Background: an optimization exercise with open tools, aiming at small area, a short achievable clock period and few clock cycles per item. Do not read the settings as production practice.
The RTL was checked by simulation tests, not by an equivalence proof against the original design.
No driver is modelled on the clock port, so clocking that relies on it looks cheaper here than on a real chip.

## stitch_blend
module stitch_blend (
    input  wire        clk,
    input  wire        rst,
    input  wire        in_valid,
    output wire        in_ready,
    input  wire        in_sol,       
    input  wire        in_apron,     
    input  wire [11:0] in_bg_y,
    input  wire [11:0] in_bg_cb,
    input  wire [11:0] in_bg_cr,
    input  wire [7:0]  in_vis,       
    input  wire [7:0]  in_cov,       
    input  wire [95:0] in_y,         
    input  wire [95:0] in_cb,
    input  wire [95:0] in_cr,
    input  wire [79:0] in_pa,        
    input  wire [79:0] in_ga,        
    output reg         out_valid,
    input  wire        out_ready,
    output reg         out_sol,
    output wire [9:0]  out_y,
    output wire [9:0]  out_c         
);
    reg  [7:0] opq;      
    reg  [7:0] live;     
    reg  [7:0] above;    
    integer l;
    always @(*) begin
        for (l = 0; l < 8; l = l + 1) begin
            opq[l]  = in_cov[l] && (in_vis[l] || (l == 7 && in_apron)) &&
                      (&in_pa[10*l +: 10]) && ((&in_ga[10*l +: 10]) || (l == 7 && in_apron));
            live[l] = in_cov[l] && (in_vis[l] || (l == 7 && in_apron)) &&
                      (|in_pa[10*l +: 10]) && ((|in_ga[10*l +: 10]) || (l == 7 && in_apron));
        end
        above[7] = 1'b0;
        for (l = 6; l >= 0; l = l - 1)
            above[l] = above[l+1] || opq[l+1];
    end
    wire [7:0] top  = opq & ~above;             
    wire [7:0] need = live & ~opq & ~above;     
    reg  [7:0] done;     
    reg        cont;     
    wire [7:0] rem  = need & ~done;
    reg  [7:0] sel;      
    reg  [7:0] lower;
    always @(*) begin
        lower[0] = 1'b0;
        for (l = 1; l < 8; l = l + 1)
            lower[l] = lower[l-1] || rem[l-1];
        sel = rem & ~lower;
    end
    wire [7:0] part = live & ~opq & ~done;
    reg  [7:0] upper;
    always @(*) begin
        upper[7] = 1'b0;
        for (l = 6; l >= 0; l = l - 1)
            upper[l] = upper[l+1] || part[l+1];
    end
    wire       more = |(part & ~above & upper);
    reg        b_valid, b_last, b_sol;
  ...
Size in the first run: roughly 2500 cells after synthesis, about 140 flip-flops, ~530 I/O pins.
export LEC_CHECK = 0
export CAP_MARGIN = 20
export CORE_MARGIN = 2
export CORE_UTILIZATION = 40
export CTS_BUF_LIST = sky130_fd_sc_hd__clkbuf_8
export SLEW_MARGIN = 20
export SYNTH_HIERARCHICAL = 1
export SYNTH_MINIMUM_KEEP_SIZE = 0
create_clock -name core_clock -period 22.0 [get_ports {clk}]
standard.sh (not shown) runs the stock make flow with config.mk's settings and CLKGATE_MAP_FILE= SYNTH_SCRIPT=/design/flow/synth_recipe.tcl, a recipe that flattens the netlist after the stock synthesis.
==> flow/flow/run.sh <==
#!/bin/bash
# Standard layout, with the smallest buffer on every input and output port,
# timing repair aimed at a setup slack margin well above zero, and a
# recovery pass after clock tree synthesis that sizes down cells off the
# critical paths.
set -euo pipefail
export BUFFER_PORTS_ARGS="-buffer_cell sky130_fd_sc_hd__buf_1"
export SETUP_SLACK_MARGIN=11
export POST_CTS_TCL="$PWD/flow/recover.tcl"
bash standard.sh > standard.log 2>&1
==> flow/flow/recover.tcl <==
# After clock tree synthesis: size down cells whose paths have slack to spare
# (power/area recovery), then legalize the placement again.
log_cmd estimate_parasitics -placement
log_cmd repair_timing -recover_power 100 -setup_margin 11 -verbose
log_cmd detailed_placement
check_placement -verbose
The first run completed with no timing, DRC or antenna violations.
Testbench counts at the start, summed over its fixed seeds: cycles 22,632, pixels 19,200.
Then changed:
==> flow/flow/run.sh (replaced) <==
#!/bin/bash
# Standard layout, with the smallest buffer on every input and output port,
# and timing repair aimed at a setup slack margin well above zero.
set -euo pipefail
export BUFFER_PORTS_ARGS="-buffer_cell sky130_fd_sc_hd__buf_1"
export SETUP_SLACK_MARGIN=11.5
bash standard.sh > standard.log 2>&1
- CTS_BUF_LIST: sky130_fd_sc_hd__clkbuf_8 -> not set
removed: flow/flow/recover.tcl
After rerunning:
- The changed run finished with timing, DRC and antenna clean
- setup slack improved by 0.016 ns
- wire length hardly moves
- non-clock buffer count went down by 6
- flip-flop and latch count stays the same
Then changed:
--- a/flow/flow/run.sh
+++ b/flow/flow/run.sh
@@ -6 +6 @@
-export SETUP_SLACK_MARGIN=11.5
+export SETUP_SLACK_MARGIN=11
=> The new run finished clean; core utilization went down by 0.15 points; clock skew barely changes; wire length barely changes; sequential share of layout area stays flat.
Then changed:
--- a/flow/flow/run.sh
+++ b/flow/flow/run.sh
@@ -6 +6 @@
-export SETUP_SLACK_MARGIN=11
+export SETUP_SLACK_MARGIN=10.5
Effect: Core utilization drops by 0.23 points. Die area does not change. Maximum frequency drops by a few percent. Synthesized area stays the same. Via count drops slightly. Wire length stays flat. Global-route usage drops by 0.35 points.
Then changed:
--- a/flow/flow/run.sh
+++ b/flow/flow/run.sh
@@ -6 +6 @@
-export SETUP_SLACK_MARGIN=10.5
+export SETUP_SLACK_MARGIN=11
- CTS_BUF_LIST: not set -> sky130_fd_sc_hd__clkbuf_8
- CTS_CLUSTER_DIAMETER: not set -> 80
- CTS_CLUSTER_SIZE: not set -> 40
=> The new run passed the timing, design-rule and antenna checks; cell area barely changes; synthesized area does not change; wire length is about the same.
Then changed:
- CTS_CLUSTER_DIAMETER: 80 -> not set
- CTS_CLUSTER_SIZE: 40 -> not set
What happened: The changed run finished clean. Register-to-register slack is about the same. Global-route usage is unchanged.


Setup of main:
Another version of the RTL of stitch_blend (not shown whole).
Size in the first run: about 140 flip-flops, roughly 530 I/O pins.
Settings: LEC_CHECK=0, CAP_MARGIN=20, CORE_MARGIN=2, CORE_UTILIZATION=60, SLEW_MARGIN=20; clock period 22.0 ns.
==> flow/flow/run.sh <==
#!/bin/bash
# Standard layout, with the smallest buffer on every input and output port,
# and timing repair aimed at a setup slack margin well above zero.
set -euo pipefail
export BUFFER_PORTS_ARGS="-buffer_cell sky130_fd_sc_hd__buf_1"
export SETUP_SLACK_MARGIN=12
bash standard.sh > standard.log 2>&1
The flow ended early for main: it failed with a tool error in global routing (5_1_grt).
Testbench counts of main, summed over its fixed seeds: cycles 22,632, pixels 19,200.
#### Input delta (the feature branch over main)
Settings: CORE_UTILIZATION now 40, was 60.
## What came out
- main → the feature branch: cell area after placement grew by 1.5%, vertical die dimension grew by 22%, die boundary width grew by about 22%, number of placed cells counting well taps grew by 337, worst setup timing slack at the placement stage grew by 4.8 ps.
- Between main and the feature branch, detailed placement HPWL decreased.
- The feature branch vs main — quantity of gates resized following cts dropped by more than 10%
- The feature branch did not stop at any stage, and its layout met the timing, design-rule and antenna checks.


## the reference run
stitch_blend again, from the RTL that the note above started with.
## stitch_blend
module stitch_blend (
    input  wire        clk,
    input  wire        rst,
    input  wire        in_valid,
    output wire        in_ready,
    input  wire        in_sol,       
    input  wire        in_apron,     
    input  wire [11:0] in_bg_y,
    input  wire [11:0] in_bg_cb,
    input  wire [11:0] in_bg_cr,
    input  wire [7:0]  in_vis,       
    input  wire [7:0]  in_cov,       
    input  wire [95:0] in_y,         
    input  wire [95:0] in_cb,
    input  wire [95:0] in_cr,
    input  wire [79:0] in_pa,        
    input  wire [79:0] in_ga,        
    output reg         out_valid,
    input  wire        out_ready,
    output reg         out_sol,
    output wire [9:0]  out_y,
    output wire [9:0]  out_c         
);
clock: 22.0 ns
lec_check: 0
cap_margin: 20
core_margin: 2
core_utilization: 40
slew_margin: 20
==> flow/flow/run.sh <==
#!/bin/bash
# Standard layout, with the smallest buffer on every input and output port,
# and timing repair aimed at a setup slack margin well above zero.
set -euo pipefail
export BUFFER_PORTS_ARGS="-buffer_cell sky130_fd_sc_hd__buf_1"
export SETUP_SLACK_MARGIN=10.5
bash standard.sh > standard.log 2>&1
The flow did not stop early for the reference run: all stages ran, and the layout cleared the timing, design-rule and antenna checks.
Testbench counts of the reference run, summed over its fixed seeds: cycles 22,632, pixels 19,200.
Here is what was changed in the inputs of the trial run compared with the reference run.
==> flow/flow/run.sh <==
#!/bin/bash
# Standard layout, with the smallest buffer on every input and output port.
set -euo pipefail
export BUFFER_PORTS_ARGS="-buffer_cell sky130_fd_sc_hd__buf_1"
bash standard.sh > standard.log 2>&1
--- outcome ---
Going from the reference run to the trial run, routed metal-1 wire length fell 800 um; count of cells resized by post-cts repair fell 31; non-clock buffer count fell 35; clock period minus worst slack rose 1.15 ns; fraction of cell area in non-clock buffers fell 1.1 points.
The reference run ended up with or4_4 as its cell with the largest stage delay on the worst path; the trial run ended up with nor4_1.
Via-per-instance ratio shrinks slightly when moving from the reference run to the trial run.

## port drivers added, routing unchanged
In the flow no input, the clock included, has a driving cell. The finished layouts below were timed again as built, in two steps.
Step 1 (the two cells are an assumption about what drives the block):
set clk [get_ports {clk}]
set_driving_cell -lib_cell sky130_fd_sc_hd__clkbuf_16 $clk
set_driving_cell -lib_cell sky130_fd_sc_hd__buf_2 [delete_from_list [all_inputs] $clk]
Step 2 times the ports against the registers' clock, not the clock port: input delays grow and output delays shrink by t, the midpoint of the rising clock arrivals with the driver on.
Slacks: ideal ports / drivers / drivers and shift; pairs: ideal ports / drivers.
run | t (ns) | setup WS [ns] | latest minus earliest clock arrival (ns)
the first run of note 1 | 0.637 | 10.965 / 10.916 / 10.916 | 0.028 / 0.028
the second run of note 1 | 0.571 | 10.981 / 10.917 / 10.917 | 0.017 / 0.017
the third run of note 1 | 0.571 | 10.967 / 10.923 / 10.923 | 0.017 / 0.017
the fourth run of note 1 | 0.573 | 10.687 / 10.656 / 10.656 | 0.019 / 0.019
the fifth run of note 1 | 0.639 | 10.986 / 10.930 / 10.930 | 0.028 / 0.029
the sixth run of note 1 | 0.639 | 10.986 / 10.930 / 10.930 | 0.028 / 0.029
the feature branch | 0.533 | 10.850 / 10.704 / 10.704 | 0.018 / 0.018
the reference run | 0.561 | 10.511 / 10.487 / 10.487 | 0.015 / 0.015
the trial run | 0.561 | 9.358 / 9.324 / 9.324 | 0.017 / 0.017
After both steps every run listed still meets setup and hold. For the feature branch, which loses most, drivers alone change the setup slack by -0.146 ns; drivers and shift together by -0.146 ns.
